From an optimization exercise on the open Yosys and OpenROAD flow, aimed at small area; shortcuts taken in it are not production practice.
At most, simulation tests tie the RTL to the original design; equivalence was not proved.
Only the layout flow was run in runs 1 to 3; the RTL was not checked for function there.
Power and IR drop assume default switching activity.

[flow/standard.sh]
#!/bin/bash
# synth_recipe.tcl (not shown) runs the flow's synth.tcl, then flattens the netlist and writes it again
# the make line also repeats each setting of config.mk as NAME=value (left out here)
make -C /OpenROAD-flow-scripts/flow DESIGN_CONFIG=/design/flow/config.mk WORK_HOME=/design/flow/orfs CLKGATE_MAP_FILE= SYNTH_SCRIPT=/design/flow/synth_recipe.tcl "${@:-finish}"
[flow/flow/run.sh]
#!/bin/bash
# Own layout flow: the standard flow (standard synthesis, floorplan, power
# grid, placement, routing) with these changes:
#  - the clock tree is built from clkbuf_8 cells driving clusters of at most
#    18 flip-flops, without the dummy loads CTS adds to balance its levels;
#  - the input and output ports are buffered with buf_1 cells;
#  - after global routing, gates off the critical paths are downsized
#    (repair_timing -recover_power 100).
# Each tool's full output stays in the ORFS logs under orfs/logs; the make
# run's own output goes to standard.log in this folder.
set -euo pipefail
export CTS_ARGS="-sink_clustering_enable -repair_clock_nets -sink_clustering_size 18 -sink_clustering_max_diameter 50 -buf_list sky130_fd_sc_hd__clkbuf_8 -dont_use_dummy_load"
export BUFFER_PORTS_ARGS="-buffer_cell sky130_fd_sc_hd__buf_1"
export RECOVER_POWER=100
bash standard.sh finish > standard.log 2>&1
[flow/design.v]
module chk_unit (
    input  wire        clk,
    input  wire        rst,
    input  wire        f_valid,
    input  wire        f_sof,
    input  wire        f_eof,
    input  wire [2:0]  f_ctx,
    input  wire [7:0]  f_data,
    output reg         v_valid,
    output reg  [2:0]  v_ctx,
    output reg  [1:0]  v_res,
    output reg         v_cfg,
    input  wire        reg_we,
    input  wire        reg_re,
    input  wire [2:0]  reg_ctx,
    input  wire [3:0]  reg_addr,
    input  wire [31:0] reg_wdata,
    output wire [31:0] reg_rdata
);
    localparam NCTX = 8;
    localparam A_CFG   = 4'd0;
    localparam A_COV   = 4'd1;
    localparam A_FLD   = 4'd2;
    localparam A_CONST = 4'd3;
    localparam A_STAT  = 4'd6;
    localparam A_PASS  = 4'd7;
    localparam A_FAIL  = 4'd8;
    localparam A_ALIVE = 4'd9;
    localparam A_LOST  = 4'd10;
    localparam A_CAUSE = 4'd11;
    localparam R_PASS     = 2'd0;
    localparam R_MISMATCH = 2'd1;
    localparam R_REPEAT   = 2'd2;
    localparam R_GAP      = 2'd3;
    function [7:0] crc8_byte(input [7:0] c, input [7:0] b);
        integer i;
        reg [7:0] r;
        begin
            r = c;
            for (i = 7; i >= 0; i = i - 1)
                r = {r[6:0], 1'b0} ^ ((r[7] ^ b[i]) ? 8'h1D : 8'h00);
            crc8_byte = r;
        end
    endfunction
    function [15:0] crc16_byte(input [15:0] c, input [7:0] b);
        integer i;
        reg [15:0] r;
        begin
            r = c;
            for (i = 7; i >= 0; i = i - 1)
                r = {r[14:0], 1'b0} ^ ((r[15] ^ b[i]) ? 16'h1021 : 16'h0000);
            crc16_byte = r;
        end
    endfunction
    function [31:0] crc32r_byte(input [31:0] c, input [7:0] b, input [31:0] poly_r);
        integer i;
        reg [31:0] r;
        begin
            r = c;
            for (i = 0; i < 8; i = i + 1)
                r = {1'b0, r[31:1]} ^ ((r[0] ^ b[i]) ? poly_r : 32'h0);
            crc32r_byte = r;
        end
    endfunction
    function [15:0] inc16(input [15:0] a);
        integer i;
        reg c;
        begin
            c = 1'b1;
            for (i = 0; i < 16; i = i + 1) begin
                inc16[i] = a[i] ^ c;
                c = c & a[i];
            end
        end
    endfunction
    reg        s_valid;
    reg        s_sof;
    reg        s_eof;
    reg [7:0]  s_data;
    reg [2:0]  s_ctx;        
    always @(posedge clk) begin
        s_valid <= f_valid && !rst;
        s_sof   <= f_sof;
        s_eof   <= f_eof;
        s_data  <= f_data;
        if (f_valid && f_sof)
            s_ctx <= f_ctx;
    end
    wire [NCTX-1:0]    cfg_en;
    wire [NCTX-1:0]    cfg_mode;
    wire [NCTX-1:0]    cfg_exp_src;
    wire [NCTX-1:0]    cfg_alive_en;
    wire [NCTX*2-1:0]  cfg_alive_w;
    wire [NCTX*2-1:0]  cfg_poly;
    wire [NCTX*16-1:0] cfg_max_gap;
    wire [NCTX*12-1:0] cov_len;
    wire [NCTX*11-1:0] cov_off;
    wire [NCTX*11-1:0] alive_off;
    wire [NCTX*11-1:0] chk_off;
    wire [NCTX*32-1:0] exp_const;
    wire [NCTX-1:0]    st_held;
    wire [NCTX*2-1:0]  st_result;
    wire [NCTX*16-1:0] st_last;
    wire [NCTX*32-1:0] cnt_pass;
    wire [NCTX*16-1:0] cnt_mismatch;
    wire [NCTX*8-1:0]  cnt_short;
    wire [NCTX*8-1:0]  cnt_cfg;
    wire [NCTX*16-1:0] cnt_repeat;
    wire [NCTX*16-1:0] cnt_gap;
    wire [NCTX*32-1:0] cnt_lost;
    wire [NCTX*4-1:0]  cause;
    reg        a_lw;         
    reg [3:0]  a_addr;       
    reg [NCTX-1:0] oh;
    always @(posedge clk) begin
        a_lw   <= reg_we && (reg_addr == A_CFG || reg_addr == A_COV || reg_addr == A_FLD);
        a_addr <= reg_addr;
        oh     <= !(f_valid && !rst) ? 8'd1 << reg_ctx :
                  8'd1 << (f_sof ? f_ctx : s_ctx);
    end
    wire [NCTX-1:0] woh = 8'd1 << reg_ctx;       
    reg        m_en, m_mode, m_exp_src, m_alive_en, m_held;
    reg [1:0]  m_alive_w, m_poly, m_result;
    reg [15:0] m_max_gap, m_last;
    reg [11:0] m_cov_len;
    reg [10:0] m_cov_off, m_alive_off, m_chk_off;
    reg [31:0] m_const;
    reg [31:0] m_pass, m_lost;
    reg [15:0] m_mismatch, m_repeat, m_gap;
    reg [7:0]  m_short, m_cfg;
    reg [3:0]  m_cause;
    integer j;
    always @(*) begin
        m_en = 0; m_mode = 0; m_exp_src = 0; m_alive_en = 0; m_held = 0;
        m_alive_w = 0; m_poly = 0; m_result = 0; m_max_gap = 0; m_last = 0;
        m_cov_len = 0; m_cov_off = 0; m_alive_off = 0; m_chk_off = 0; m_const = 0;
        m_pass = 0; m_lost = 0; m_mismatch = 0; m_repeat = 0; m_gap = 0;
        m_short = 0; m_cfg = 0; m_cause = 0;
        for (j = 0; j < NCTX; j = j + 1) begin
            m_en        = m_en        | (oh[j] & cfg_en[j]);
            m_mode      = m_mode      | (oh[j] & cfg_mode[j]);
            m_exp_src   = m_exp_src   | (oh[j] & cfg_exp_src[j]);
            m_alive_en  = m_alive_en  | (oh[j] & cfg_alive_en[j]);
            m_held      = m_held      | (oh[j] & st_held[j]);
            m_alive_w   = m_alive_w   | ({2{oh[j]}}  & cfg_alive_w[j*2 +: 2]);
            m_poly      = m_poly      | ({2{oh[j]}}  & cfg_poly[j*2 +: 2]);
            m_result    = m_result    | ({2{oh[j]}}  & st_result[j*2 +: 2]);
            m_max_gap   = m_max_gap   | ({16{oh[j]}} & cfg_max_gap[j*16 +: 16]);
            m_last      = m_last      | ({16{oh[j]}} & st_last[j*16 +: 16]);
            m_cov_len   = m_cov_len   | ({12{oh[j]}} & cov_len[j*12 +: 12]);
            m_cov_off   = m_cov_off   | ({11{oh[j]}} & cov_off[j*11 +: 11]);
            m_alive_off = m_alive_off | ({11{oh[j]}} & alive_off[j*11 +: 11]);
            m_chk_off   = m_chk_off   | ({11{oh[j]}} & chk_off[j*11 +: 11]);
            m_const     = m_const     | ({32{oh[j]}} & exp_const[j*32 +: 32]);
            m_pass      = m_pass      | ({32{oh[j]}} & cnt_pass[j*32 +: 32]);
            m_lost      = m_lost      | ({32{oh[j]}} & cnt_lost[j*32 +: 32]);
            m_mismatch  = m_mismatch  | ({16{oh[j]}} & cnt_mismatch[j*16 +: 16]);
            m_repeat    = m_repeat    | ({16{oh[j]}} & cnt_repeat[j*16 +: 16]);
            m_gap       = m_gap       | ({16{oh[j]}} & cnt_gap[j*16 +: 16]);
            m_short     = m_short     | ({8{oh[j]}}  & cnt_short[j*8 +: 8]);
            m_cfg       = m_cfg       | ({8{oh[j]}}  & cnt_cfg[j*8 +: 8]);
            m_cause     = m_cause     | ({4{oh[j]}}  & cause[j*4 +: 4]);
        end
    end
    wire wr_cfg = reg_we && (reg_addr == A_CFG);
    wire wr_cov = reg_we && (reg_addr == A_COV);
    wire wr_fld = reg_we && (reg_addr == A_FLD);
    wire [11:0] len_eff = (m_cov_len == 12'd0)   ? 12'd1 :
                          (m_cov_len > 12'd2048) ? 12'd2048 : m_cov_len;
    wire [12:0] cov_lo  = {2'b00, m_cov_off};
    wire [12:0] cov_hi  = cov_lo + {1'b0, len_eff};             
    wire [12:0] chk_lo  = {2'b00, m_chk_off};
    wire [12:0] chk_hi  = chk_lo + ((m_poly == 2'd0) ? 13'd1 :
                                    (m_poly == 2'd1) ? 13'd2 : 13'd4);
    wire [12:0] alv_lo  = {2'b00, m_alive_off};
    wire [12:0] alv_hi  = alv_lo + ((m_alive_w == 2'd2) ? 13'd2 : 13'd1);
    wire overlap = !m_exp_src && (chk_lo < cov_hi) && (cov_lo < chk_hi);
    reg [11:0] pos_r;        
    reg [31:0] crc_r;        
    reg [31:0] chk_r;
    reg [15:0] alive_r;
    reg        in_cov_r, in_chk_r, in_alv_r;    
    wire [11:0] bpos = s_sof ? 12'd0 : pos_r;
    wire [15:0] blen_i = inc16({4'h0, bpos});
    wire [12:0] blen = blen_i[12:0];            
    wire in_cov = s_sof ? (m_cov_off == 11'd0)   : in_cov_r;
    wire in_chk = s_sof ? (m_chk_off == 11'd0)   : in_chk_r;
    wire in_alv = s_sof ? (m_alive_off == 11'd0) : in_alv_r;
    wire sh_cov = blen < cov_hi;
    wire sh_chk = blen < chk_hi;
    wire sh_alv = blen < alv_hi;
    wire [31:0] crc_cur  = s_sof ? 32'hFFFFFFFF : crc_r;
    wire [31:0] crc32_u  = crc32r_byte(crc_cur, s_data, 32'hEDB88320);
    wire [31:0] crc32c_u = crc32r_byte(crc_cur, s_data, 32'h82F63B78);
    wire [31:0] crc_upd  = (m_poly == 2'd0) ? {crc32_u[31:8], crc8_byte(crc_cur[7:0], s_data)} :
                           (m_poly == 2'd1) ? {crc32_u[31:16], crc16_byte(crc_cur[15:0], s_data)} :
                           (m_poly == 2'd2) ? crc32_u : crc32c_u;
    wire [31:0] crc_nxt  = in_cov ? crc_upd : crc_cur;
    wire [31:0] chk_nxt  = in_chk ? {chk_r[23:0], s_data} : chk_r;
    wire [15:0] alive_nxt = in_alv ? {alive_r[7:0], s_data} : alive_r;
    always @(posedge clk) begin
        if (s_valid) begin
            pos_r    <= blen[11:0];
            in_cov_r <= (blen >= cov_lo) && sh_cov;
            in_chk_r <= (blen >= chk_lo) && sh_chk;
            in_alv_r <= (blen >= alv_lo) && sh_alv;
            crc_r    <= crc_nxt;
            chk_r   <= chk_nxt;
            alive_r <= alive_nxt;
        end
    end
    wire vd = s_valid && s_eof;
    wire [31:0] crc_fin = (m_poly == 2'd0) ? (crc_nxt ^ 32'h000000FF) :
                          (m_poly == 2'd1) ? crc_nxt : ~crc_nxt;
    wire [31:0] exp_val = m_exp_src ? m_const : chk_nxt;
    wire [31:0] crc_dif = crc_fin ^ exp_val;
    wire crc_ok = (crc_dif[7:0] == 8'h0) &&
                  ((m_poly == 2'd0) || (crc_dif[15:8] == 8'h0)) &&
                  (!m_poly[1] || (crc_dif[31:16] == 16'h0));
    wire v_drop  = !m_en || m_mode || overlap;
    wire v_short = sh_cov || (!m_exp_src && sh_chk) || (m_alive_en && sh_alv);
    wire [15:0] a_mask = (m_alive_w == 2'd0) ? 16'h000F :
                         (m_alive_w == 2'd2) ? 16'hFFFF : 16'h00FF;
    wire [15:0] a_val  = alive_nxt & a_mask;
    wire [15:0] a_dm1  = (a_val + ~m_last) & a_mask;         
    wire        a_zero = (a_dm1 == a_mask);                  
    wire        mg_big = (m_alive_w == 2'd0) ? (m_max_gap[15:4] != 12'h0) :
                         (m_alive_w == 2'd2) ? 1'b0 : (m_max_gap[15:8] != 8'h0);
    wire [15:0] a_mg   = (m_max_gap == 16'd0) ? 16'd1 : mg_big ? a_mask : m_max_gap;
    wire o_cfg   = v_drop;
    wire o_short = !v_drop && v_short;
    wire o_mis   = !v_drop && !v_short && !crc_ok;
    wire o_good  = !v_drop && !v_short && crc_ok;
    wire o_plain = o_good && !m_alive_en;
    wire o_first = o_good && m_alive_en && !m_held;
    wire o_alive = o_good && m_alive_en && m_held;
    wire o_rep   = o_alive && a_zero;
    wire o_step  = o_alive && !a_zero && (a_dm1 < a_mg);
    wire o_gap   = o_alive && !a_zero && !(a_dm1 < a_mg);
    wire o_pass  = o_plain || o_first || o_step;
    wire [1:0] v_code = o_pass ? R_PASS : o_rep ? R_REPEAT : o_gap ? R_GAP : R_MISMATCH;
    always @(posedge clk) begin
        v_valid <= vd && !rst;
        v_ctx   <= s_ctx;
        v_cfg   <= v_drop;
        v_res   <= v_code;
    end
    wire [31:0] lost_add = m_lost + {16'h0, a_dm1};
    wire [15:0] a_word = 16'd1 << a_addr;
    assign reg_rdata =
        ({32{a_word[A_CFG]}}   & {m_en, m_mode, m_exp_src, m_alive_en, m_alive_w, m_poly,
                                  8'h0, m_max_gap}) |
        ({32{a_word[A_COV]}}   & {4'h0, m_cov_len, 5'h0, m_cov_off}) |
        ({32{a_word[A_FLD]}}   & {5'h0, m_alive_off, 5'h0, m_chk_off}) |
        ({32{a_word[A_CONST]}} & m_const) |
        ({32{a_word[A_STAT]}}  & {m_held, 13'h0, m_result, m_last}) |
        ({32{a_word[A_PASS]}}  & m_pass) |
        ({32{a_word[A_FAIL]}}  & {m_mismatch, m_short, m_cfg}) |
        ({32{a_word[A_ALIVE]}} & {m_repeat, m_gap}) |
        ({32{a_word[A_LOST]}}  & m_lost) |
        ({32{a_word[A_CAUSE]}} & {28'h0, m_cause});
    wire [31:0] pass_inc     = m_pass + 32'd1;
    wire [15:0] mismatch_inc = inc16(m_mismatch);
    wire [15:0] short_i      = inc16({8'h0, m_short});
    wire [15:0] cfg_i        = inc16({8'h0, m_cfg});
    wire [7:0]  short_inc    = short_i[7:0];
    wire [7:0]  cfg_inc      = cfg_i[7:0];
    wire [15:0] repeat_inc   = inc16(m_repeat);
    wire [15:0] gap_inc      = inc16(m_gap);
    wire wr_const = reg_we && (reg_addr == A_CONST);
    wire wr_cause = reg_we && (reg_addr == A_CAUSE);
    wire [3:0] cause_set = {vd && o_cfg || !s_valid && a_lw && overlap, vd && o_gap,
                            vd && o_rep, vd && (o_short || o_mis)};
    genvar g;
    generate
        for (g = 0; g < NCTX; g = g + 1) begin : g_ctx
            reg        r_en, r_mode, r_exp_src, r_alive_en, r_held;
            reg [1:0]  r_alive_w, r_poly, r_result;
            reg [15:0] r_max_gap, r_last;
            reg [11:0] r_cov_len;
            reg [10:0] r_cov_off, r_alive_off, r_chk_off;
            reg [31:0] r_const, r_pass, r_lost;
            reg [15:0] r_mismatch, r_repeat, r_gap;
            reg [7:0]  r_short, r_cfg;
            reg [3:0]  r_cause;
            assign cfg_en[g]               = r_en;
            assign cfg_mode[g]             = r_mode;
            assign cfg_exp_src[g]          = r_exp_src;
            assign cfg_alive_en[g]         = r_alive_en;
            assign cfg_alive_w[g*2 +: 2]   = r_alive_w;
            assign cfg_poly[g*2 +: 2]      = r_poly;
            assign cfg_max_gap[g*16 +: 16] = r_max_gap;
            assign cov_len[g*12 +: 12]     = r_cov_len;
            assign cov_off[g*11 +: 11]     = r_cov_off;
            assign alive_off[g*11 +: 11]   = r_alive_off;
            assign chk_off[g*11 +: 11]     = r_chk_off;
            assign exp_const[g*32 +: 32]   = r_const;
            assign st_held[g]              = r_held;
            assign st_result[g*2 +: 2]     = r_result;
            assign st_last[g*16 +: 16]     = r_last;
            assign cnt_pass[g*32 +: 32]    = r_pass;
            assign cnt_mismatch[g*16 +: 16] = r_mismatch;
            assign cnt_short[g*8 +: 8]     = r_short;
            assign cnt_cfg[g*8 +: 8]       = r_cfg;
            assign cnt_repeat[g*16 +: 16]  = r_repeat;
            assign cnt_gap[g*16 +: 16]     = r_gap;
            assign cnt_lost[g*32 +: 32]    = r_lost;
            assign cause[g*4 +: 4]         = r_cause;
            wire e_cfg   = woh[g] && wr_cfg;
            wire e_cov   = woh[g] && wr_cov;
            wire e_fld   = woh[g] && wr_fld;
            wire e_const = woh[g] && wr_const;
            wire e_held  = (woh[g] && wr_cfg) || (oh[g] && vd && o_first);
            wire e_res   = oh[g] && vd && !o_cfg;
            wire e_last  = oh[g] && vd && (o_first || o_step || o_gap);
            wire e_pass  = oh[g] && vd && o_pass;
            wire e_mis   = oh[g] && vd && o_mis;
            wire e_short = oh[g] && vd && o_short;
            wire e_cfgc  = oh[g] && vd && o_cfg;
            wire e_rep   = oh[g] && vd && o_rep;
            wire e_gap   = oh[g] && vd && o_gap;
            wire e_lost  = oh[g] && vd && o_step;
            always @(posedge clk) begin
                if (rst || e_cfg) begin
                    r_en       <= rst ? 1'b0  : reg_wdata[31];
                    r_mode     <= rst ? 1'b0  : reg_wdata[30];
                    r_exp_src  <= rst ? 1'b0  : reg_wdata[29];
                    r_alive_en <= rst ? 1'b0  : reg_wdata[28];
                    r_alive_w  <= rst ? 2'd1  : reg_wdata[27:26];
                    r_poly     <= rst ? 2'd1  : reg_wdata[25:24];
                    r_max_gap  <= rst ? 16'd1 : reg_wdata[15:0];
                end
                if (rst || e_cov) begin
                    r_cov_len <= rst ? 12'd1 : reg_wdata[27:16];
                    r_cov_off <= rst ? 11'd0 : reg_wdata[10:0];
                end
                if (rst || e_fld) begin
                    r_alive_off <= rst ? 11'd0 : reg_wdata[26:16];
                    r_chk_off   <= rst ? 11'd0 : reg_wdata[10:0];
                end
                if (rst || e_const) r_const    <= rst ? 32'd0 : reg_wdata;
                r_cause <= rst ? 4'd0 : (r_cause | ({4{oh[g]}} & cause_set)) &
                                        ~({4{woh[g] && wr_cause}} & reg_wdata[3:0]);
                if (rst || e_held)  r_held     <= rst ? 1'b0  : !wr_cfg;
                if (rst || e_res)   r_result   <= rst ? 2'd0  : v_code;
                if (rst || e_last)  r_last     <= rst ? 16'd0 : a_val;
                if (rst || e_pass)  r_pass     <= rst ? 32'd0 : pass_inc;
                if (rst || e_mis)   r_mismatch <= rst ? 16'd0 : mismatch_inc;
                if (rst || e_short) r_short    <= rst ? 8'd0  : short_inc;
                if (rst || e_cfgc)  r_cfg      <= rst ? 8'd0  : cfg_inc;
                if (rst || e_rep)   r_repeat   <= rst ? 16'd0 : repeat_inc;
                if (rst || e_gap)   r_gap      <= rst ? 16'd0 : gap_inc;
                if (rst || e_lost)  r_lost     <= rst ? 32'd0 : lost_add;
            end
        end
    endgenerate
endmodule
[flow/config.mk]
export PLATFORM = sky130hd
export DESIGN_NAME = chk_unit
export DESIGN_NICKNAME = chk_unit
export VERILOG_FILES = /design/flow/design.v
export SDC_FILE = /design/flow/constraint.sdc
export NUM_CORES = 4
export LEC_CHECK = 0
export CAP_MARGIN = 10
export CORE_MARGIN = 2
export CORE_UTILIZATION = 65
export PLACE_DENSITY = 0.72
export SLEW_MARGIN = 10
[flow/constraint.sdc]
create_clock -name core_clock -period 12.0 [get_ports {clk}]
set_input_delay 2.4000 -clock core_clock [delete_from_list [all_inputs] [get_ports {clk}]]
set_output_delay 2.4000 -clock core_clock [all_outputs]
set_load 0.01 [all_outputs]
==> results of run 1 <==
-- placed cells by master (no fill, tap or decap), drive strengths merged, types with 60 or more instances in the layout --
master and count:
a21oi 137, a22oi 1070, buf 182, clkbuf 262, dfxtp 63, edfxtp 2082
ha 209, inv 118, nand2 136, nand3 60, nand4 262, nor2 318
nor2b 128, nor3 64, o21ai 132, xnor2 172, xor2 64
-- path summary, 6_finish.rpt --
kind                                               to      from  slack, ps  depth (start not counted)
worst max register to register  g_ctx[5].r_repeat[14]     oh[4]       1420                         23
worst max-delay path            g_ctx[5].r_repeat[14]     oh[4]       1420                         23
worst min register to register               v_ctx[2]  s_ctx[2]        440                          0
worst min-delay path                         v_ctx[2]  s_ctx[2]        440                          0
-- state kept, by name, summed over array words and instances (netlist names), 12 cells and up --
signal / count
g_ctx.r_cov_len: 96
g_ctx.r_mismatch: 128
g_ctx.r_last: 128
g_ctx.r_result: 16
g_ctx.r_poly: 16
g_ctx.r_alive_w: 16
g_ctx.r_const: 256
g_ctx.r_repeat: 128
pos_r: 12
g_ctx.r_pass: 256
g_ctx.r_chk_off: 88
alive_r: 16
g_ctx.r_cfg: 64
g_ctx.r_alive_off: 88
g_ctx.r_lost: 256
g_ctx.r_max_gap: 128
g_ctx.r_cause: 32
g_ctx.r_cov_off: 88
crc_r: 32
g_ctx.r_short: 64
g_ctx.r_gap: 128
chk_r: 32
-- per-stage QoR --
stage	hold WS, ps	utilization [%]	power (W)	std cells	worst slack [ps]
floorplan	344	-	0.0115	6077	2240
global route	466	69.0	0.0167	8033	1270
finish	438	69.0	0.0162	8040	1420
detailed placement	371	67.6	0.0128	7860	3050
CTS	442	69.3	0.0161	8031	2900
global placement	368	67.6	0.0127	7860	3170
-- report_power, final --
part	leakage [nW]	switching [W]	total [W]	internal [W]
sequential	20.6	0.000249	0.00949	0.00924
combinational	9.99	0.00225	0.00325	0.000993
clock	1.23	0.00219	0.00346	0.00127
total	31.8	0.00470	0.0162	0.0115
-- worst reg2reg max path, stage by stage, from the launching register on --
cell and delay [ps]:
dfxtp_4 590, buf_4 610, clkbuf_1 1700, a22oi_1 310
nand4_1 610, buf_4 470, nand2_1 440, inv_1 570
ha_1 330, a21o_1 190, a21oi_1 330, nor3_1 120
xnor2_1 170, ha_1 340, nand3_1 70, o21ai_0 200
a211oi_1 110, o21a_1 200, o21ai_0 180, o211a_1 420
and4_1 330, o2111ai_2 520, o21ai_0 370, clkbuf_1 970
-- metal layers --
metal	vias up	global-route usage [%]	share of wire (%)
li1	24482	-	-
met5	-	0	0.021
met2	4228	54.6	43
met3	737	10.1	14
met4	10	18.3	5.5
met1	29326	54.6	37
-- cell type report --
type | count | area (sq um)
antenna | 9 | 22.5
clock buffer | 171 | 2350
fill | 9556 | 43200
inverter | 118 | 443
multi-input combinational | 3448 | 25700
sequential | 2145 | 63800
tap | 1876 | 2350
timing repair buffer | 273 | 1480
-- kinds of logic (layout without fill, tap and decap cells) --
| family | after synthesis | count (layout) | share of synthesized area (%) |
|---|---|---|---|
| other | 0 | 9 | 0 |
| buffers and inverters | 484 | 562 | 2.20 |
| adder cells (fa/ha/maj) | 216 | 216 | 3.02 |
| AND/OR/NAND/NOR | 1171 | 1171 | 6.88 |
| flip-flops | 2145 | 2145 | 70.0 |
| XOR/XNOR | 278 | 278 | 3.37 |
| AO/OA/AOI/OAI | 1694 | 1694 | 13.5 |
| multiplexers | 89 | 89 | 1.05 |
==> results by group, run 1 <==
Power and ir drop
  • Peak VDD IR: 0.144 mV
  • Pwr dens: 168 mW/mm^2
  • Leak Pwr: 31.8 nW

Detailed routing
  • Drt first pass iters: 6
  • Drt drc: 0
  • DRT antenna net count: 0
  • Iteration-0 DRC Markers: 8931
  • Post-Route WL: 273 mm
  • Via count: 58783
  • Via/cell ratio: 7.31
  • WL per Instance: 34.0 microns

Global routing
  • GRT Util Overall: 38.1%
  • Overflow after GRT: 0
  • Largest net degree at the start of global routing: 101
  • Vias in the first global route: 55082
  • Initial antenna violation count: 20
  • First-pass GRT wire length: 388 mm

Clock network
  • Post-CTS setup repair buffer count: 0
  • CTS Sinks: 2145
  • H-tree Lvls: 4
  • Cts hold-fix bufs: 0
  • Clock slew seen by the registers of the worst setup and hold paths: 100 ps
  • PostCTS Resize Cnt: 0
  • Clock Latency Late Sink: 960 ps
  • Clk buf depth: 3
  • CTS tree: yes
  • TritonCTS Buffers: 171
  • Clk root buf: clkbuf_8

Critical path
  • Kind of critical path: reg2reg
  • Setup crit start kind: flop
  • CP bufs+invs: 5
  • Critical Path, Cell by Cell: buf_4 > clkbuf_1 > a22oi_1 > nand4_1 > buf_4 > nand2_1 > inv_1 > ha_1 > a21o_1 > a21oi_1 > nor3_1 > xnor2_1 > ha_1 > nand3_1 > o21ai_0 > a211oi_1 > o21a_1 > o21ai_0 > o211a_1 > and4_1 > o2111ai_2 > o21ai_0 > clkbuf_1
  • Arrival time of the worst setup path: 11100 ps
  • CP max stage delay: 1690 ps
  • Crit. End Element: flop
  • Critical Path Most Common Cell: o21ai_0
  • Critical path peak fanout: 35
  • CP top delay family: buffers and inverters
  • CP Data Required Time: 12510 ps
  • Critical path's slowest cell: clkbuf_1

Layout
  • Nets@finish: 6430
  • Area delta synth->final: 5.55%
  • Share of cells above drive strength 1: 6.89%
  • Finished Cell Area: 0.0962 sq mm

Floorplanning
  • Effective utilization at floorplan: 65.4%
  • Die X: 378 microns
  • Top-level I/O count: 96
  • Die Area: 0.143 sq mm
  • Core Area: 0.139 sq mm
  • Chip height: 378 microns
  • Cell row count: 137

Outcome
  • Layout check faults: capacitance limit, slew limit
  • Status: complete, but fails checks

STA
  • Fin. max-slew vios: 1779
  • Finish-stage setup viols: 0
  • Unrepaired setup endpoints after global routing: false
  • Final hold vios: 0
  • Final worst clock skew: 113 ps
  • Slew Limit Headroom: -195%
  • Final Cycle Share: 88.2%
  • Tmin final: 10580 ps
  • Actual slew at the worst max-slew pin: 4420 ps
  • Setup TNS: 0 ps
  • Max Freq: 0.0945 GHz

Placement
  • Placed cell area: 0.0943 sq mm
  • DPL Wire Length: 173 mm
  • RePlAce Congestion: 0.963
  • IO buf count: 94

Synthesis
  • Sequential fraction of the synthesis area: 70.0%
  • Synth unique cells: 92
  • Main flop type after synthesis: edfxtp_1
  • Number of synthesized flops with an enable pin: 2082
  • Gate Count Post-Synth: 6077
  • Top post-synthesis cells by area: edfxtp_1, a22oi_1, ha_1, nand4_1, xnor2_1
  • Yosys warnings: 1
  • Synth top area share: 68.6%
  • Most common cell in the netlist: edfxtp_1
  • Largest area contributor in the netlist: edfxtp_1
  • FFs w/ async S/R, synth: 0%
  • Mean Syn Cell Area: 15.0 sq um
  • FF+latch count, synth: 2145
  • Commonest cells in the netlist: edfxtp_1, a22oi_1, nor2_1
  • Syn_nets: 6350
  • Mapped Area: 0.0911 sq mm

Worst hold path
  • Hold crit path type: reg2reg

Flow run
  • Max Cap Violations: 62
==> run 2, diff against run 1 <==
==> flow/run.sh (new file) <==
#!/bin/bash
# synth_recipe.tcl (not shown) runs the flow's synth.tcl, then flattens the netlist and writes it again
# the make line also repeats each setting of config.mk as NAME=value (left out here)
make -C /OpenROAD-flow-scripts/flow DESIGN_CONFIG=/design/flow/config.mk WORK_HOME=/design/flow/orfs CLKGATE_MAP_FILE= SYNTH_SCRIPT=/design/flow/synth_recipe.tcl finish
==> flow/config.mk (replaced) <==
export PLATFORM = sky130hd
export DESIGN_NAME = chk_unit
export DESIGN_NICKNAME = chk_unit
export VERILOG_FILES = /design/flow/design.v
export SDC_FILE = /design/flow/constraint.sdc
export NUM_CORES = 4
export LEC_CHECK = 0
export CAP_MARGIN = 20
export CORE_MARGIN = 2
export CORE_UTILIZATION = 55
export CTS_BUF_LIST = sky130_fd_sc_hd__clkbuf_8
export CTS_CLUSTER_DIAMETER = 50
export CTS_CLUSTER_SIZE = 18
export SLEW_MARGIN = 20
removed: flow/flow/run.sh
removed: flow/standard.sh
==> run 2 against run 1 <==
Compared with the run above: now clean on timing, DRC and antenna; synthesized area did not move; final cell count is 5.8% higher; clock skew decreased by 72 ps; count of clock-buffer cells in the layout up 11; utilization shrank 8.6 points; design area increased by 3.5%; worst setup slack better by 1400 ps; maximum frequency increased by 15%; sequential power decreased by 0.4%; flip-flop and latch count stayed put; largest power group unchanged; highest routed layer unchanged.
==> results by group, run 2 <==
Global routing
  • Overflow after GRT: 0 (unchanged)
  • First-pass GRT wire length: 408 mm (was 388 mm)
  • Largest net degree at the start of global routing: 111 (was 101)
  • Initial antenna violation count: 15 (was 20)
  • GRT Util Overall: 34.0% (was 38.1%)
  • Vias in the first global route: 54931 (was 55082)

Synthesis
  • Syn_nets: 6350 (unchanged)
  • Number of synthesized flops with an enable pin: 2082 (unchanged)
  • Sequential fraction of the synthesis area: 70.0% (unchanged)
  • Most common cell in the netlist: edfxtp_1 (unchanged)
  • Top post-synthesis cells by area: edfxtp_1, a22oi_1, ha_1, nand4_1, xnor2_1 (unchanged)
  • Largest area contributor in the netlist: edfxtp_1 (unchanged)
  • Mapped Area: 0.0911 sq mm (unchanged)
  • Synth top area share: 68.6% (unchanged)
  • Mean Syn Cell Area: 15.0 sq um (unchanged)
  • FFs w/ async S/R, synth: 0% (unchanged)
  • Yosys warnings: 1 (unchanged)
  • FF+latch count, synth: 2145 (unchanged)
  • Gate Count Post-Synth: 6077 (unchanged)
  • Commonest cells in the netlist: edfxtp_1, a22oi_1, nor2_1 (unchanged)
  • Main flop type after synthesis: edfxtp_1 (unchanged)
  • Synth unique cells: 92 (unchanged)

STA
  • Final Cycle Share: 76.6% (was 88.2%)
  • Unrepaired setup endpoints after global routing: false (unchanged)
  • Finish-stage setup viols: 0 (unchanged)
  • Worst hold margin: 388 ps (was 438 ps)
  • Tmin final: 9190 ps (was 10580 ps)
  • Fin. max-slew vios: 0 (was 1779)
  • Max Freq: 0.109 GHz (was 0.0945 GHz)
  • Slew Limit Headroom: 16.9% (was -195%)
  • Final WS setup: 2810 ps (was 1420 ps)
  • Final worst clock skew: 40.9 ps (was 113 ps)
  • Setup TNS: 0 ps (unchanged)
  • Final hold vios: 0 (unchanged)
  • Actual slew at the worst max-slew pin: 1230 ps (was 4420 ps)

Critical path
  • Arrival time of the worst setup path: 9860 ps (was 11100 ps)
  • RR Startpoint: oh[5] (was oh[4])
  • Crit. End Element: flop (unchanged)
  • Critical path peak fanout: 35 (unchanged)
  • Kind of critical path: reg2reg (unchanged)
  • Setup crit start kind: flop (unchanged)
  • Reg2reg end: g_ctx[6].r_pass[28] (was g_ctx[5].r_repeat[14])
  • Critical Path Most Common Cell: a21o_1 (was o21ai_0)
  • Reg2reg path depth: 29 (was 23)
  • Reg2reg setup slack: 2810 ps (was 1420 ps)
  • CP bufs+invs: 4 (was 5)
  • CP top delay family: compound AO/OA/AOI/OAI gates (was buffers and inverters)
  • CP Data Required Time: 12660 ps (was 12510 ps)
  • Critical path's slowest cell: o21ai_4 (was clkbuf_1)
  • CP max stage delay: 990 ps (was 1690 ps)

Layout
  • Final Util: 60.4% (was 69.0%)
  • Filler instances: 12657 (was 9556)
  • Area delta synth->final: 9.25% (was 5.55%)
  • Nets@finish: 6440 (was 6430)
  • Largest registers: g_ctx.r_const (256), g_ctx.r_lost (256), g_ctx.r_pass (256) (unchanged)
  • Most frequent cells in the layout: edfxtp_1, a22oi_1, nor2_1 (unchanged)
  • Commonest non-fill, non-tap cell in the layout: edfxtp_1 (unchanged)
  • Share of cells above drive strength 1: 10.9% (was 6.89%)

Clock network
  • CTS Sinks: 2145 (unchanged)
  • Clock Latency Late Sink: 1010 ps (was 960 ps)
  • CTS tree: yes (unchanged)
  • TritonCTS Buffers: 176 (was 171)
  • Post-CTS setup repair buffer count: 0 (unchanged)
  • Cts hold-fix bufs: 0 (unchanged)
  • Clk root buf: clkbuf_8 (unchanged)
  • Clock slew seen by the registers of the worst setup and hold paths: 110 ps (was 100 ps)
  • Clk buf depth: 3 (unchanged)
  • H-tree Lvls: 4 (unchanged)
  • PostCTS Resize Cnt: 0 (unchanged)

Outcome
  • Status: finished clean (was complete, but fails checks)

Placement
  • IO buf count: 94 (unchanged)
  • RePlAce Congestion: 0.942 (was 0.963)
  • Setup slack after placement: 2830 ps (was 3050 ps)
  • DPL Wire Length: 181 mm (was 173 mm)

Power and ir drop
  • Pwr dens: 175 mW/mm^2 (was 168 mW/mm^2)
  • Combinational share of power: 19.2% (was 20.0%)
  • Internal: 0.0123 W (was 0.0115 W)
  • Psw: 0.00519 W (was 0.00470 W)
  • Sequential share of power: 54.2% (was 58.6%)
  • Leak Pwr: 33.3 nW (was 31.8 nW)
  • Sw Share: 29.8% (was 29.0%)
  • Peak VDD IR: 0.159 mV (was 0.144 mV)
  • Clock power share: 26.6% (was 21.4%)

Floorplanning
  • Die Area: 0.169 sq mm (was 0.143 sq mm)
  • Cell row count: 149 (was 137)
  • Effective utilization at floorplan: 55.3% (was 65.4%)
  • Die X: 411 microns (was 378 microns)
  • Top-level I/O count: 96 (unchanged)
  • Chip height: 411 microns (was 378 microns)
  • Core Area: 0.165 sq mm (was 0.139 sq mm)

Detailed routing
  • WL per Instance: 34.1 microns (was 34.0 microns)
  • Via/cell ratio: 6.86 (was 7.31)
  • Post-Route WL: 290 mm (was 273 mm)
  • Drt first pass iters: 6 (unchanged)
  • Iteration-0 DRC Markers: 7663 (was 8931)
  • Via count: 58334 (was 58783)
  • Drt drc: 0 (unchanged)
  • DRT antenna net count: 0 (unchanged)

Worst hold path
  • Worst Hold Depth: 0 (unchanged)
  • Hold worst-path end: v_ctx[2] (unchanged)
  • Hold crit path type: reg2reg (unchanged)
  • HP Start: s_ctx[2] (unchanged)

Flow run
  • Max Cap Violations: 0 (was 62)
-- run 2: changes by cell type in the layout (fill, tap and decap cells not counted), sizes merged, moves of 17 or more --
| cell | delta |
|---|---|
| inv | +52 |
| clkbuf | -80 |
| clkinv | +52 |
| bufinv | +22 |
| clkinvlp | +17 |
| clkdlybuf4s50 | +93 |
-- run 2: power by group through the flow --
stage / sequential, W / combinational, W / clock, W
2_1_floorplan: 0.00954 / 0.00200 / 0
3_3_place_gp: 0.00959 / 0.00323 / 0
3_5_place_dp: 0.00963 / 0.00328 / 0
4_1_cts: 0.00945 / 0.00329 / 0.00468
5_1_grt: 0.00952 / 0.00356 / 0.00494
6_report: 0.00945 / 0.00336 / 0.00465
-- run 2: how the worst max path moves through the flow --
stage               startpoint             endpoint  slack, ps  cells after the start
floorplan                oh[5]   g_ctx[0].r_lost[0]       2240                     34
global placement         oh[2]  g_ctx[6].r_pass[18]       2940                     29
detailed placement       oh[2]  g_ctx[1].r_pass[29]       2830                     29
CTS                      oh[2]  g_ctx[1].r_pass[29]       2810                     29
global route             oh[5]  g_ctx[6].r_pass[28]       2420                     30
finish                   oh[5]  g_ctx[6].r_pass[28]       2810                     29
-- run 2: kinds of logic (layout without fill, tap and decap cells) --
logic type / Yosys count / in the layout / synth area share [%]
flip-flops: 2145 / 2145 / 70.0
AO/OA/AOI/OAI: 1694 / 1694 / 13.5
AND/OR/NAND/NOR: 1171 / 1171 / 6.88
buffers and inverters: 484 / 721 / 2.20
XOR/XNOR: 278 / 278 / 3.37
adder cells (fa/ha/maj): 216 / 216 / 3.02
multiplexers: 89 / 89 / 1.05
other: 0 / 6 / 0
-- run 2: per-layer routing --
layer | global-route usage, % | routed length [microns]
met1 | 49.3 | 119000
met2 | 51.1 | 130000
met3 | 6.95 | 29500
met4 | 12.6 | 11900
met5 | 0 | 55
-- run 2: per-stage QoR --
| step | power, W | std cells | cell area (sq um) |
|---|---|---|---|
| 3_3_place_gp | 0.0128 | 8175 | 95300 |
| 2_1_floorplan | 0.0115 | 6077 | 91100 |
| 4_1_cts | 0.0174 | 8501 | 99400 |
| 3_5_place_dp | 0.0129 | 8176 | 95300 |
| 6_report | 0.0175 | 8509 | 99500 |
| 5_1_grt | 0.0180 | 8505 | 99500 |
-- run 2: cell type report --
| cell class | count | area, sq um | share of cell area, % |
|---|---|---|---|
| flip-flops and latches | 2145 | 63800 | 64.1 |
| multi-input cells | 3448 | 26000 | 26.1 |
| well taps | 2189 | 2740 | 2.75 |
| clock buffers | 182 | 2500 | 2.52 |
| repair buffers | 278 | 2460 | 2.47 |
| clock inverters | 143 | 1580 | 1.59 |
| inverters | 118 | 443 | 0.445 |
| diodes | 6 | 15.0 | 0.0151 |
==> run 3, diff against run 2 <==
--- a/flow/config.mk
+++ b/flow/config.mk
@@ -8,7 +8,7 @@
 export CAP_MARGIN = 20
 export CORE_MARGIN = 2
 export CORE_UTILIZATION = 55
-export CTS_BUF_LIST = sky130_fd_sc_hd__clkbuf_8
-export CTS_CLUSTER_DIAMETER = 50
-export CTS_CLUSTER_SIZE = 18
+export CTS_BUF_LIST = sky130_fd_sc_hd__clkbuf_16
+export CTS_CLUSTER_DIAMETER = 60
+export CTS_CLUSTER_SIZE = 30
 export SLEW_MARGIN = 20
==> run 3 against run 2 <==
Compared with the run above: maximum frequency decreased by 0.94%; count of clock-buffer cells in the layout decreased by 39; clock power increased by 17%; sequential share of layout area decreased by 0.69 points; worst setup slack got worse by 87 ps; synthesized cell count unchanged; non-clock buffer count unchanged; global-route usage decreased by 0.094 points; register-to-register slack got worse by 90 ps; flip-flop and latch count unchanged; critical path type unchanged; largest power group unchanged.
==> results by group, run 3 <==
Outcome
  • Status: finished clean (unchanged)

Floorplanning
  • Die Area: 0.169 sq mm (unchanged)
  • Top-level I/O count: 96 (unchanged)
  • Cell row count: 149 (unchanged)
  • Effective utilization at floorplan: 55.3% (unchanged)
  • Core Area: 0.165 sq mm (unchanged)
  • Chip height: 411 microns (unchanged)
  • Die X: 411 microns (unchanged)

STA
  • Actual slew at the worst max-slew pin: 1210 ps (was 1230 ps)
  • Final Cycle Share: 77.3% (was 76.6%)
  • Finish-stage setup viols: 0 (unchanged)
  • Final worst clock skew: 54.4 ps (was 40.9 ps)
  • Setup TNS: 0 ps (unchanged)
  • Slew Limit Headroom: 19.1% (was 16.9%)
  • Unrepaired setup endpoints after global routing: false (unchanged)
  • Max Freq: 0.108 GHz (was 0.109 GHz)
  • Fin. max-slew vios: 0 (unchanged)
  • Tmin final: 9280 ps (was 9190 ps)
  • Final hold vios: 0 (unchanged)
  • Final WS setup: 2720 ps (was 2810 ps)

Critical path
  • Setup crit start: oh[2] (was oh[5])
  • CP max stage delay: 1020 ps (was 990 ps)
  • Crit. End Element: flop (unchanged)
  • Critical path's slowest cell: o21ai_4 (unchanged)
  • Reg2reg setup slack: 2720 ps (was 2810 ps)
  • Reg2reg path depth: 29 (unchanged)
  • Arrival time of the worst setup path: 9780 ps (was 9860 ps)
  • Setup crit start kind: flop (unchanged)
  • Critical Path Most Common Cell: a21o_1 (unchanged)
  • RR Startpoint: oh[2] (was oh[5])
  • Reg2reg end: g_ctx[6].r_pass[17] (was g_ctx[6].r_pass[28])
  • Kind of critical path: reg2reg (unchanged)
  • Critical path peak fanout: 69 (was 35)
  • CP Data Required Time: 12500 ps (was 12660 ps)

Power and ir drop
  • Sw Share: 29.5% (was 29.8%)
  • Pwr Total: 0.0183 W (was 0.0175 W)
  • Clock power share: 29.9% (was 26.6%)
  • Psw: 0.00539 W (was 0.00519 W)
  • Pwr dens: 182 mW/mm^2 (was 175 mW/mm^2)
  • Combinational share of power: 18.4% (was 19.2%)
  • Internal: 0.0129 W (was 0.0123 W)
  • Sequential share of power: 51.8% (was 54.2%)
  • Peak VDD IR: 0.154 mV (was 0.159 mV)
  • Leak Pwr: 33.7 nW (was 33.3 nW)

Detailed routing
  • Via/cell ratio: 6.89 (was 6.86)
  • Post-Route WL: 290 mm (about the same)
  • DRT antenna net count: 0 (unchanged)
  • Drt drc: 0 (unchanged)
  • Iteration-0 DRC Markers: 8167 (was 7663)
  • Via count: 58208 (was 58334)
  • WL per Instance: 34.3 microns (was 34.1 microns)
  • Drt first pass iters: 8 (was 6)

Placement
  • IO buf count: 94 (unchanged)
  • Placed Cells: 8176 (unchanged)
  • Setup slack after placement: 2830 ps (unchanged)
  • DPL Wire Length: 181 mm (unchanged)
  • RePlAce Congestion: 0.942 (unchanged)

Clock network
  • PostCTS Resize Cnt: 0 (unchanged)
  • Clk root buf: clkbuf_16 (was clkbuf_8)
  • Clk buf depth: 3 (unchanged)
  • Clock slew seen by the registers of the worst setup and hold paths: 90 ps (was 110 ps)
  • Clock Latency Late Sink: 830 ps (was 1010 ps)
  • TritonCTS Buffers: 140 (was 176)
  • H-tree Lvls: 4 (unchanged)
  • Post-CTS setup repair buffer count: 0 (unchanged)
  • CTS Sinks: 2145 (unchanged)
  • CTS tree: yes (unchanged)
  • Cts hold-fix bufs: 0 (unchanged)

Worst hold path
  • Worst Hold Depth: 0 (unchanged)
  • Hold crit path type: reg2reg (unchanged)
  • Hold worst-path end: v_ctx[2] (unchanged)
  • HP Start: s_ctx[2] (unchanged)

Synthesis
  • Sequential fraction of the synthesis area: 70.0% (unchanged)
  • FFs w/ async S/R, synth: 0% (unchanged)
  • Synth top area share: 68.6% (unchanged)
  • FF+latch count, synth: 2145 (unchanged)
  • Gate Count Post-Synth: 6077 (unchanged)
  • Number of synthesized flops with an enable pin: 2082 (unchanged)
  • Mean Syn Cell Area: 15.0 sq um (unchanged)
  • Top post-synthesis cells by area: edfxtp_1, a22oi_1, ha_1, nand4_1, xnor2_1 (unchanged)
  • Synth unique cells: 92 (unchanged)
  • Yosys warnings: 1 (unchanged)
  • Commonest cells in the netlist: edfxtp_1, a22oi_1, nor2_1 (unchanged)
  • Largest area contributor in the netlist: edfxtp_1 (unchanged)
  • Syn_nets: 6350 (unchanged)
  • Most common cell in the netlist: edfxtp_1 (unchanged)
  • Mapped Area: 0.0911 sq mm (unchanged)
  • Main flop type after synthesis: edfxtp_1 (unchanged)

Layout
  • Area delta synth->final: 10.4% (was 9.25%)
  • Final Util: 61.1% (was 60.4%)
  • Most frequent cells in the layout: edfxtp_1, a22oi_1, nor2_1 (unchanged)
  • Commonest non-fill, non-tap cell in the layout: edfxtp_1 (unchanged)
  • Layout Cells excl Fill: 8447 (was 8509)
  • Share of cells above drive strength 1: 10.4% (was 10.9%)
  • Largest registers: g_ctx.r_const (256), g_ctx.r_lost (256), g_ctx.r_pass (256) (unchanged)
  • Nets@finish: 6404 (was 6440)

Global routing
  • Vias in the first global route: 54668 (was 54931)
  • GRT Util Overall: 33.9% (was 34.0%)
  • Largest net degree at the start of global routing: 111 (unchanged)
  • First-pass GRT wire length: 407 mm (was 408 mm)
  • Initial antenna violation count: 14 (was 15)
  • Overflow after GRT: 0 (unchanged)

Flow run
  • Max Cap Violations: 0 (unchanged)
-- run 3: cell counts after synthesis --
Identical to the previous run, type by type.
-- run 3: layout make-up --
class / count / area [sq um]
fillers: 12467 / 64200
flip-flops and latches: 2145 / 63800
multi-input cells: 3448 / 26000
clock buffers: 143 / 3580
well taps: 2189 / 2740
repair buffers: 278 / 2460
clock inverters: 117 / 1590
inverters: 118 / 443
diodes: 9 / 22.5
-- run 3: power by group through the flow --
stage	clock [W]	sequential, W	combinational (W)
floorplan	0	0.00954	0.00200
global placement	0	0.00959	0.00323
detailed placement	0	0.00963	0.00328
CTS	0.00549	0.00946	0.00329
global route	0.00575	0.00952	0.00356
finish	0.00546	0.00946	0.00335
-- run 3: cells by family (layout without fill, tap and decap cells) --
| group | after synthesis | after routing | synth area share [%] |
|---|---|---|---|
| flip-flops | 2145 | 2145 | 70.0 |
| AO/OA/AOI/OAI | 1694 | 1694 | 13.5 |
| AND/OR/NAND/NOR | 1171 | 1171 | 6.88 |
| buffers and inverters | 484 | 656 | 2.20 |
| XOR/XNOR | 278 | 278 | 3.37 |
| adder cells (fa/ha/maj) | 216 | 216 | 3.02 |
| multiplexers | 89 | 89 | 1.05 |
| other | 0 | 9 | 0 |
-- run 3: how the worst max path moves through the flow --
stage,slack (ps),endpoint
2_1_floorplan,2240,g_ctx[0].r_lost[0]
3_3_place_gp,2940,g_ctx[6].r_pass[18]
3_5_place_dp,2830,g_ctx[1].r_pass[29]
4_1_cts,2760,g_ctx[7].r_gap[11]
5_1_grt,2410,g_ctx[6].r_pass[15]
6_report,2720,g_ctx[6].r_pass[17]
-- run 3: critical path, delay by kind of cell (launching register included) --
family / cells / cell delay, ps
adder cells (fa/ha/maj): 3 / 990
AO/OA/AOI/OAI: 15 / 4110
multiplexers: 1 / 410
AND/OR/NAND/NOR: 5 / 1040
flip-flops: 1 / 760
buffers and inverters: 4 / 1400
XOR/XNOR: 1 / 150
-- run 3: per-stage QoR --
stage	instance area (sq um)	hold slack [ps]
2_1_floorplan	91100	344
3_3_place_gp	95300	378
3_5_place_dp	95300	368
4_1_cts	100000	392
5_1_grt	101000	412
6_report	101000	384
-- run 3: per-layer routing --
| metal | up-vias | track usage [%] | part of all wire [%] |
|---|---|---|---|
| met4 | 8 | 12.7 | 4.0 |
| met5 | - | 0 | 0.013 |
| met2 | 3095 | 50.7 | 45 |
| li1 | 24638 | - | - |
| met3 | 492 | 6.48 | 10 |
| met1 | 29975 | 49.6 | 41 |
==> run 4, diff against run 3 <==
--- a/flow/design.v
+++ b/flow/design.v
@@ -113,7 +113,7 @@
     reg [3:0]  a_addr;       
     reg [NCTX-1:0] oh;
     always @(posedge clk) begin
-        a_lw   <= reg_we && (reg_addr == A_CFG || reg_addr == A_COV || reg_addr == A_FLD);
+        a_lw   <= reg_we && !rst && (reg_addr == A_CFG || reg_addr == A_COV || reg_addr == A_FLD);
         a_addr <= reg_addr;
         oh     <= !(f_valid && !rst) ? 8'd1 << reg_ctx :
                   8'd1 << (f_sof ? f_ctx : s_ctx);
==> flow/config.mk (replaced) <==
export PLATFORM = sky130hd
export DESIGN_NAME = chk_unit
export DESIGN_NICKNAME = chk_unit
export VERILOG_FILES = /design/flow/design.v
export SDC_FILE = /design/flow/constraint.sdc
export NUM_CORES = 4
export LEC_CHECK = 0
export CAP_MARGIN = 10
export CORE_MARGIN = 2
export CORE_UTILIZATION = 65
export CTS_BUF_LIST = sky130_fd_sc_hd__clkbuf_8
export CTS_CLUSTER_DIAMETER = 50
export CTS_CLUSTER_SIZE = 18
export PLACE_DENSITY = 0.72
export SLEW_MARGIN = 10
==> run 4 against run 3 <==
Compared with the run above: utilization increased by 9.8 points; non-clock buffer count increased by 1; synthesized cell count decreased by 0.59%; flip-flop and latch count unchanged; clock power decreased by 21%.
==> results by group, run 4 <==
Placement
  • DPL Wire Length: 173 mm (was 181 mm)
  • RePlAce Congestion: 1.00 (was 0.942)
  • IO buf count: 94 (unchanged)
  • Placed cell area: 0.0940 sq mm (was 0.0953 sq mm)

Global routing
  • Vias in the first global route: 54313 (was 54668)
  • GRT Util Overall: 38.3% (was 33.9%)
  • Initial antenna violation count: 14 (unchanged)
  • Largest net degree at the start of global routing: 197 (was 111)
  • First-pass GRT wire length: 388 mm (was 407 mm)
  • Overflow after GRT: 0 (unchanged)

Synthesis
  • Sequential fraction of the synthesis area: 70.5% (was 70.0%)
  • Most common cell in the netlist: edfxtp_1 (unchanged)
  • Syn_nets: 6314 (was 6350)
  • Number of synthesized flops with an enable pin: 2082 (unchanged)
  • FF+latch count, synth: 2145 (unchanged)
  • Largest area contributor in the netlist: edfxtp_1 (unchanged)
  • Top post-synthesis cells by area: edfxtp_1, a22oi_1, ha_1, xnor2_1, nand4_1 (was edfxtp_1, a22oi_1, ha_1, nand4_1, xnor2_1)
  • Synth unique cells: 97 (was 92)
  • Commonest cells in the netlist: edfxtp_1, a22oi_1, nor2_1 (unchanged)
  • FFs w/ async S/R, synth: 0% (unchanged)
  • Mean Syn Cell Area: 15.0 sq um (about the same)
  • Synth top area share: 69.1% (was 68.6%)
  • Main flop type after synthesis: edfxtp_1 (unchanged)
  • Yosys warnings: 1 (unchanged)
  • Gate Count Post-Synth: 6041 (was 6077)
  • Mapped Area: 0.0905 sq mm (was 0.0911 sq mm)

STA
  • Fin. max-slew vios: 0 (unchanged)
  • Unrepaired setup endpoints after global routing: false (unchanged)
  • Max Freq: 0.106 GHz (was 0.108 GHz)
  • Final worst clock skew: 58.5 ps (was 54.4 ps)
  • Actual slew at the worst max-slew pin: 1300 ps (was 1210 ps)
  • Setup TNS: 0 ps (unchanged)
  • Finish-stage setup viols: 0 (unchanged)
  • Tmin final: 9430 ps (was 9280 ps)
  • Slew Limit Headroom: 13.2% (was 19.1%)
  • Worst hold margin: 388 ps (was 384 ps)
  • Final Cycle Share: 78.5% (was 77.3%)
  • Final hold vios: 0 (unchanged)

Clock network
  • Cts hold-fix bufs: 0 (unchanged)
  • Post-CTS setup repair buffer count: 0 (unchanged)
  • Clk buf depth: 3 (unchanged)
  • Clk root buf: clkbuf_8 (was clkbuf_16)
  • CTS tree: yes (unchanged)
  • PostCTS Resize Cnt: 0 (unchanged)
  • H-tree Lvls: 4 (unchanged)
  • TritonCTS Buffers: 172 (was 140)
  • Clock slew seen by the registers of the worst setup and hold paths: 110 ps (was 90 ps)
  • Clock Latency Late Sink: 950 ps (was 830 ps)
  • CTS Sinks: 2145 (unchanged)

Critical path
  • Reg2reg path depth: 29 (unchanged)
  • CP Data Required Time: 12590 ps (was 12500 ps)
  • Crit. End Element: flop (unchanged)
  • CP max stage delay: 850 ps (was 1020 ps)
  • Critical path peak fanout: 42 (was 69)
  • Setup crit start: oh[3] (was oh[2])
  • RR Startpoint: oh[3] (was oh[2])
  • Critical path's slowest cell: a31o_2 (was o21ai_4)
  • Kind of critical path: reg2reg (unchanged)
  • Setup crit start kind: flop (unchanged)
  • Reg2reg setup slack: 2570 ps (was 2720 ps)
  • Arrival time of the worst setup path: 10020 ps (was 9780 ps)

Detailed routing
  • Post-Route WL: 273 mm (was 290 mm)
  • Drt first pass iters: 10 (was 8)
  • Via/cell ratio: 7.27 (was 6.89)
  • WL per Instance: 33.9 microns (was 34.3 microns)
  • Via count: 58477 (was 58208)
  • Iteration-0 DRC Markers: 8934 (was 8167)
  • DRT antenna net count: 0 (unchanged)
  • Drt drc: 0 (unchanged)

Floorplanning
  • Cell row count: 136 (was 149)
  • Die X: 377 microns (was 411 microns)
  • Core Area: 0.138 sq mm (was 0.165 sq mm)
  • Die Area: 0.142 sq mm (was 0.169 sq mm)
  • Effective utilization at floorplan: 65.7% (was 55.3%)
  • Top-level I/O count: 96 (unchanged)
  • Chip height: 377 microns (was 411 microns)

Power and ir drop
  • Internal: 0.0120 W (was 0.0129 W)
  • Leak Pwr: 32.4 nW (was 33.7 nW)
  • Psw: 0.00506 W (was 0.00539 W)
  • Peak VDD IR: 0.152 mV (was 0.154 mV)
  • Clock power share: 25.2% (was 29.9%)
  • Sequential share of power: 55.5% (was 51.8%)
  • Pwr dens: 175 mW/mm^2 (was 182 mW/mm^2)
  • Sw Share: 29.7% (was 29.5%)
  • Combinational share of power: 19.3% (was 18.4%)

Layout
  • Area delta synth->final: 7.94% (was 10.4%)
  • Most frequent cells in the layout: edfxtp_1, a22oi_1, nor2_1 (unchanged)
  • Nets@finish: 6388 (was 6404)
  • Finished Cell Area: 0.0977 sq mm (was 0.101 sq mm)
  • Commonest non-fill, non-tap cell in the layout: edfxtp_1 (unchanged)
  • Share of cells above drive strength 1: 9.97% (was 10.4%)
  • Multi-input gate area: 0.0252 sq mm (was 0.0260 sq mm)
  • Filler instances: 9125 (was 12467)
  • Largest registers: g_ctx.r_const (256), g_ctx.r_lost (256), g_ctx.r_pass (256) (unchanged)
  • Sequential cell area: 0.0638 sq mm (about the same)

Flow run
  • Max Cap Violations: 0 (unchanged)

Worst hold path
  • Worst Hold Depth: 0 (unchanged)
  • Hold crit path type: reg2reg (unchanged)
  • HP Start: s_ctx[2] (unchanged)

Outcome
  • Status: finished clean (unchanged)
run 4: cell types whose count changed after synthesis, sizes merged, moves of 10 or more:
cell | before | now
a211oi | 31 | 49
a21o | 52 | 41
a221o | 18 | 1
a22oi | 1070 | 1080
a41oi | 5 | 16
inv | 118 | 83
mux2 | 49 | 38
nand2b | 18 | 28
nand3 | 60 | 42
nor2b | 128 | 138
nor3 | 64 | 80
xnor2 | 172 | 227
xnor3 | 35 | 9
run 4: final timing paths:
kind	to
setup / recovery	g_ctx[6].r_lost[10]
hold / removal	v_ctx[2]
setup reg to reg	g_ctx[6].r_lost[10]
hold reg to reg	v_ctx[2]
run 4: layout make-up:
class / instances / share of cell area (%)
Clock buffer: 179 / 2.52
Clock inverter: 121 / 1.25
Antenna cell: 10 / 0.0256
Multi-Input combinational cell: 3432 / 25.8
Inverter: 85 / 0.327
Tap cell: 1794 / 2.30
Timing Repair Buffer: 279 / 2.46
Sequential cell: 2145 / 65.3
run 4: metrics by stage:
| step | utilization [%] | power (W) | worst slack [ps] | cells |
|---|---|---|---|---|
| CTS | 70.8 | 0.0170 | 2780 | 8035 |
| floorplan | - | 0.0115 | 2120 | 6041 |
| detailed placement | 68.2 | 0.0128 | 2850 | 7735 |
| global placement | 68.2 | 0.0127 | 2830 | 7734 |
| finish | 70.9 | 0.0171 | 2570 | 8045 |
| global route | 70.8 | 0.0176 | 2360 | 8036 |
run 4: kinds of logic after synthesis:
group           synth area share (%)
compound gates                  13.3
xor+xnor                        3.28
fa+ha+maj                       3.08
buf+inv                         2.13
flops                           70.5
mux                            0.871
simple gates                    6.83
run 4: critical path: cells and delay by family, from the launching register on:
family	cells	cell delay, ps
buffers and inverters	3	1360
adders and majority gates	3	990
muxes	1	400
AOI/OAI and AO/OA	12	3250
xor gates and xnor gates	1	170
DFF	1	820
and+or+nand+nor	9	2000
run 4: power groups by stage:
stage	Clock (W)	Sequential, W	Combinational [W]
after floorplan	0	0.00954	0.00200
after global placement	0	0.00959	0.00313
after detailed placement	0	0.00964	0.00318
after CTS	0.00430	0.00947	0.00320
after global routing	0.00455	0.00954	0.00349
final	0.00429	0.00947	0.00329
run 4: routing by layer:
metal  up-vias  GRT usage, %  wire (microns)
met5         -         0.343              95
met4         8          17.4           14300
met3       660          9.87           36800
met2      4133          55.2          119000
met1     29264          55.3          103000
li1      24412             -               -

[afterwards: timing with drivers on the ports]
Ports are ideal in the flow. The routed layouts listed here were re-timed in OpenROAD.
Step 1 sets driving cells, clkbuf_16 on the clock port and buf_2 on the other inputs (assumed; they add their load-dependent delay and slew).
Step 2 times the ports against the registers' clock, not the clock port: input delays grow and output delays shrink by t, the midpoint of the rising clock arrivals with the driver on.
a / b / c = ideal ports / drivers / drivers and shift; a / b = the first two.
run	t (ns)	slack for setup (ns)	worst register clock-pin slew, ns	pins driven straight from the clock port
run 1	0.982	1.417 / 1.417 / 1.417	0.11 / 0.11	1
run 2	1.071	2.806 / 2.806 / 2.806	0.12 / 0.12	1
run 3	0.892	2.719 / 2.719 / 2.719	0.11 / 0.11	1
run 4	0.998	2.575 / 2.575 / 2.575	0.11 / 0.11	1
